This design comes from an exercise in tuning for small area on the open sky130 flow, not from production work. The RTL was checked by simulation tests, not by an equivalence proof against the original design. Power and IR drop assume default switching activity.

== exp/ember ==
==> flow/design.v <==
module notch_step (
    input  wire [55:0] base,
    input  wire [3:0]  c,
    input  wire        cl,
    input  wire        sub,
    input  wire [39:0] y,
    output wire [55:0] s
);
    wire one0 = c[0] ^ cl;
    wire two0 = (c[1] & ~c[0] & ~cl) | (~c[1] & c[0] & cl);
    wire neg0 = c[1] ^ sub;
    wire one1 = c[2] ^ c[1];
    wire two1 = (c[3] & ~c[2] & ~c[1]) | (~c[3] & c[2] & c[1]);
    wire neg1 = c[3] ^ sub;
    wire [40:0] y1 = {y[39], y};
    wire [40:0] y2 = {y, 1'b0};
    wire [40:0] r0 = (({41{one0}} & y1) | ({41{two0}} & y2)) ^ {41{neg0}};
    wire [40:0] r1 = (({41{one1}} & y1) | ({41{two1}} & y2)) ^ {41{neg1}};
    wire [55:0] a  = base;
    wire [42:0] b0 = {~r0[40], r0[40], r0};
    wire [42:0] b1 = {~r1[40], r1[39:0], neg1, neg1};
    wire [55:0] p, g;
    genvar i;
    generate for (i = 0; i < 56; i = i + 1) begin : g_cs
        if (i <= 42) begin : lo
            assign p[i] = a[i] ^ b0[i] ^ b1[i];
            assign g[i] = (a[i] & b0[i]) | (a[i] & b1[i]) | (b0[i] & b1[i]);
        end else begin : hi
            assign p[i] = ~a[i];
            assign g[i] = a[i];
        end
    end endgenerate
    wire [55:0] q = {g[54:0], neg1};
    wire [56:0] cr;
    assign cr[0] = neg0;
    generate for (i = 0; i < 56; i = i + 1) begin : g_rip
        assign s[i] = p[i] ^ q[i] ^ cr[i];
        assign cr[i+1] = (p[i] & q[i]) | (p[i] & cr[i]) | (q[i] & cr[i]);
    end endgenerate
endmodule
module notch_pair (
    input  wire        clk,
    input  wire        rst,
    input  wire        cfg_we,
    input  wire        cfg_sel,
    input  wire        cfg_en,
    input  wire [15:0] cfg_b0,
    input  wire [15:0] cfg_b1,
    input  wire [15:0] cfg_b2,
    input  wire [15:0] cfg_a1,
    input  wire [15:0] cfg_a2,
    input  wire        in_valid,
    output wire        in_ready,
    input  wire [15:0] in_x,
    input  wire        in_bad,
    output reg         out_valid,
    output wire [15:0] out_y,
    output wire        out_sat,
    output wire        out_bad
);
    reg  [159:0] coef;
    reg  [1:0]   en;
    reg  [1:0]   steady;
    reg  [15:0]  xs0, xs1, xs2, xs3;
    reg  [39:0]  ys0, ys1, ys2, ys3;
    reg          busy;
    reg          nt;         
    reg  [2:0]   t;          
    reg  [1:0]   k;          
    reg  [15:0]  xv;         
    reg          fl;         
    reg          bad;
    reg  [55:0]  acc;
    assign in_ready = ~busy;
    assign out_y    = xv;
    assign out_sat  = fl;
    assign out_bad  = bad;
    wire accept    = in_valid & ~busy;
    wire computing = busy & (t < 3'd5);
    wire wb1       = busy & (t == 3'd5);    
    wire wb2       = busy & (t == 3'd6);    
    wire en_n     = nt ? en[1] : en[0];
    wire steady_n = nt ? steady[1] : steady[0];
    wire s_x  = (t == 3'd0) | steady_n;
    wire s_x1 = ~steady_n & ((t == 3'd1) | (t == 3'd6));
    wire s_x2 = ~steady_n & (t == 3'd2);
    wire s_y1 = ~steady_n & ((t == 3'd3) | (t == 3'd5));
    wire s_y2 = ~steady_n & (t == 3'd4);
    wire [15:0] xo = ({16{s_x}} & xv) | ({16{s_x1}} & xs0) | ({16{s_x2}} & xs1);
    wire [39:0] yo = ({40{s_y1}} & ys0) | ({40{s_y2}} & ys1);
    wire [39:0] yop = yo | {{9{xo[15]}}, xo, 15'd0};
    wire [41:0] rq  = acc[55:14];
    wire        ovf = ~((rq[41] == rq[40]) && (rq[40] == rq[39]));
    wire [39:0] rc  = ovf ? {rq[41], {39{~rq[41]}}} : rq[39:0];
    wire [39:0] rb  = (t == 3'd0) ? 40'd0 : rc;
    wire        sub = (t == 3'd3) | (t == 3'd4);
    wire [55:0] base = (k == 2'd0) ? {{14{rb[39]}}, rb, sub, sub}
                                   : {acc[51:0], sub, sub, sub, sub};
    wire        msel = busy ? nt : cfg_sel;
    wire [79:0] cn = msel ? coef[79:0] : coef[159:80];
    reg  [15:0] cw;
    always @(*) begin
        case (t)
            3'd0:    cw = cn[79:64];
            3'd1:    cw = cn[63:48];
            3'd2:    cw = cn[47:32];
            3'd3:    cw = cn[31:16];
            default: cw = cn[15:0];
        endcase
    end
    wire [16:0] cwx = {cw, 1'b0};
    wire [3:0]  cd  = (k == 2'd0) ? cwx[16:13] : (k == 2'd1) ? cwx[12:9] :
                      (k == 2'd2) ? cwx[8:5] : cwx[4:1];
    wire        cl  = (k == 2'd0) ? cwx[12] : (k == 2'd1) ? cwx[8] :
                      (k == 2'd2) ? cwx[4] : cwx[0];
    wire [55:0] nxt;
    notch_step u_step (.base(base), .c(cd), .cl(cl), .sub(sub), .y(yop), .s(nxt));
    wire [40:0] rnd  = {ys2[39], ys2} + 41'd16384;
    wire [25:0] q    = rnd[40:15];
    wire        q_hi = ~q[25] & (|q[24:15]);
    wire        q_lo = q[25] & ~(&q[24:15]);
    wire [15:0] yq   = q_hi ? 16'h7fff : q_lo ? 16'h8000 : q[15:0];
    wire [79:0] cfg_all = {cfg_b0, cfg_b1, cfg_b2, cfg_a1, cfg_a2};
    wire        en_sel  = cfg_sel ? en[1] : en[0];
    wire        cfg_change = (cfg_en & ~en_sel) | (cfg_all != cn);
    always @(posedge clk) begin
        if (rst | (cfg_we & ~cfg_sel)) coef[159:80] <= cfg_all;
        if (rst | (cfg_we & cfg_sel))  coef[79:0]   <= cfg_all;
        if (rst | (cfg_we & ~cfg_sel)) en[0] <= cfg_en & ~rst;
        if (rst | (cfg_we & cfg_sel))  en[1] <= cfg_en & ~rst;
        acc <= nxt;
        if (wb1) begin
            ys0 <= ys2;
            ys1 <= ys3;
            ys2 <= rc;
            ys3 <= yop;
        end
        if (wb2) begin
            xs0 <= xs2;
            xs1 <= xs3;
            xs2 <= xv;
            xs3 <= yop[30:15];
        end
        if (rst) begin
            steady    <= 2'b11;
            busy      <= 1'b0;
            out_valid <= 1'b0;
        end else begin
            out_valid <= 1'b0;
            if (accept) begin
                xv  <= in_bad ? 16'd0 : in_x;
                fl  <= 1'b0;
                bad <= in_bad;
                nt  <= 1'b0;
                t   <= 3'd0;
                k   <= 2'd0;
                if (in_bad) begin
                    steady    <= 2'b11;
                    out_valid <= 1'b1;
                end else begin
                    busy <= 1'b1;
                end
            end
            if (computing) begin
                if (t == 3'd4 && k == 2'd0 && en_n)
                    fl <= fl | ovf;
                k <= k + 2'd1;
                if (k == 2'd3)
                    t <= t + 3'd1;
            end
            if (wb1) begin
                if (en_n)
                    fl <= fl | ovf;
                t <= 3'd6;
            end
            if (wb2) begin
                if (en_n) begin
                    xv <= yq;
                    fl <= fl | q_hi | q_lo;
                end
                steady[nt] <= 1'b0;
                t  <= 3'd0;
                nt <= 1'b1;
                if (nt) begin
                    busy      <= 1'b0;
                    out_valid <= 1'b1;
                end
            end
            if (cfg_we) begin
                if (cfg_change)
                    steady[cfg_sel] <= 1'b1;
            end
        end
    end
endmodule
make LEC_CHECK=0 ABC_CLOCK_PERIOD_IN_PS=75000 CAP_MARGIN=0 CORE_MARGIN=2 CORE_UTILIZATION=55 CTS_BUF_LIST=sky130_fd_sc_hd__clkbuf_16 CTS_CLUSTER_DIAMETER=120 CTS_CLUSTER_SIZE=24 SLEW_MARGIN=0 finish   # period 75.0 ns
run.sh (not shown) runs the stock make flow with config.mk's settings and CLKGATE_MAP_FILE= SYNTH_SCRIPT=/design/flow/synth_recipe.tcl, a recipe that flattens the netlist after the stock synthesis.
exp/ember ran to completion and came out clean on the timing, DRC and antenna checks.
Input changes introduced in exp/maple (baseline for comparison: exp/ember):
==> flow/flow/run.sh (new file) <==
#!/bin/bash
# The standard layout (the standard.sh, ORFS), with three changes to how
# it is made:
#  - synthesis maps logic with an area-oriented abc script (synth.tcl, area.abc);
#  - ports are buffered with the smallest buffer (buf_1) instead of a delay cell;
#  - clock tree: sink clusters of up to 24 flip-flops on clkbuf_16, no dummy loads.
# Each step's full output is in orfs/logs; make's output in standard_finish.log.
set -euo pipefail
export NOTCH_ABC_SCRIPT=$PWD/flow/area.abc
CTS="-sink_clustering_enable -repair_clock_nets -dont_use_dummy_load"
CTS="$CTS -sink_clustering_size 24 -sink_clustering_max_diameter 120"
CTS="$CTS -buf_list {sky130_fd_sc_hd__clkbuf_16}"
bash standard.sh \
  "SYNTH_SCRIPT=$PWD/flow/synth.tcl" \
  "BUFFER_PORTS_ARGS=-buffer_cell sky130_fd_sc_hd__buf_1" \
  "CTS_ARGS=$CTS" \
  finish > standard_finish.log 2>&1
==> flow/flow/area.abc (new file) <==
&get -n
&st
&dch
&nf -a -R 1000
&put
topo
dnsize -c
==> flow/flow/synth.tcl (new file) <==
# The standard synthesis (synth_recipe.tcl), with one change: abc maps the
# logic with an area-oriented script (area.abc) instead of ORFS's speed script.
# Registers, their names and cell types are untouched by abc.
proc synth {args} { yosys synth -nofsm -noshare {*}$args }
proc abc {args} {
  set i [lsearch -exact $args -script]
  if { $i >= 0 } {
    set args [lreplace $args [expr {$i + 1}] [expr {$i + 1}] $::env(NOTCH_ABC_SCRIPT)]
  }
  yosys abc {*}$args
}
source $::env(SCRIPTS_DIR)/synth.tcl
# left out here: clear keep_hierarchy, flatten, clean up, hide names made inside functions, write 1_2_yosys.v
==> flow/standard.sh (new file) <==
#!/bin/bash
# synth_recipe.tcl (not shown) runs the flow's synth.tcl, then flattens the netlist and writes it again
# the make line also repeats each setting of config.mk as NAME=value (left out here)
make -C /OpenROAD-flow-scripts/flow DESIGN_CONFIG=/design/flow/config.mk WORK_HOME=/design/flow/orfs CLKGATE_MAP_FILE= SYNTH_SCRIPT=/design/flow/synth_recipe.tcl "${@:-finish}"
-- flow/config.mk --
<<< exp/ember, line 12
export CTS_BUF_LIST = sky130_fd_sc_hd__clkbuf_16
export CTS_CLUSTER_DIAMETER = 120
export CTS_CLUSTER_SIZE = 24
>>> exp/maple, line 12
removed: flow/run.sh
[summary]
The final layout from exp/maple, which completed every stage, passed the timing, DRC and antenna checks at the end of the flow. Synthesized area for exp/maple: 2500 um2 down relative to exp/ember. Looking at proportion of final cell area spent on non-clock buffers, exp/maple sits 2.9 points below exp/ember. exp/maple vs. exp/ember: delay of the slowest cell on the worst path now sits lower; global-route usage over all layers now sits lower; via count now sits lower; sequential share of layout area now sits higher; clock power share now sits lower. Starting density of the core was lower in the run labelled exp/ember. Non-clock buffer count was lower in the run labelled exp/maple.

## re-timing with driven ports
No port has a modelled driver above. Below, the same layouts with a new extraction and two added sets of constraints. Step 1, drivers: a clkbuf_16 drives clk and a buf_2 each remaining input, both assumed. Step 2 also shifts input and output timing later by t, the mid clock arrival at the registers, as if the neighbouring blocks saw the same clock. Three values: ideal ports, drivers, drivers and shift; two values: the first two.
| run | t (ns) | setup slack, ns | latest minus earliest clock arrival (ns) | worst data-port slew with drivers (ns) | cell pins on the clock port's net |
|---|---|---|---|---|---|
| exp/ember | 0.640 | 33.194 / 33.225 / 32.585 | 0.036 / 0.036 | 0.08 | 1 |
| exp/maple | 0.617 | 33.551 / 33.585 / 32.968 | 0.033 / 0.033 | 0.07 | 1 |
After both steps setup and hold are still met in every run listed. The setup slack of exp/ember, which loses most, moves by +0.031 ns with the drivers and by -0.609 ns with both steps.
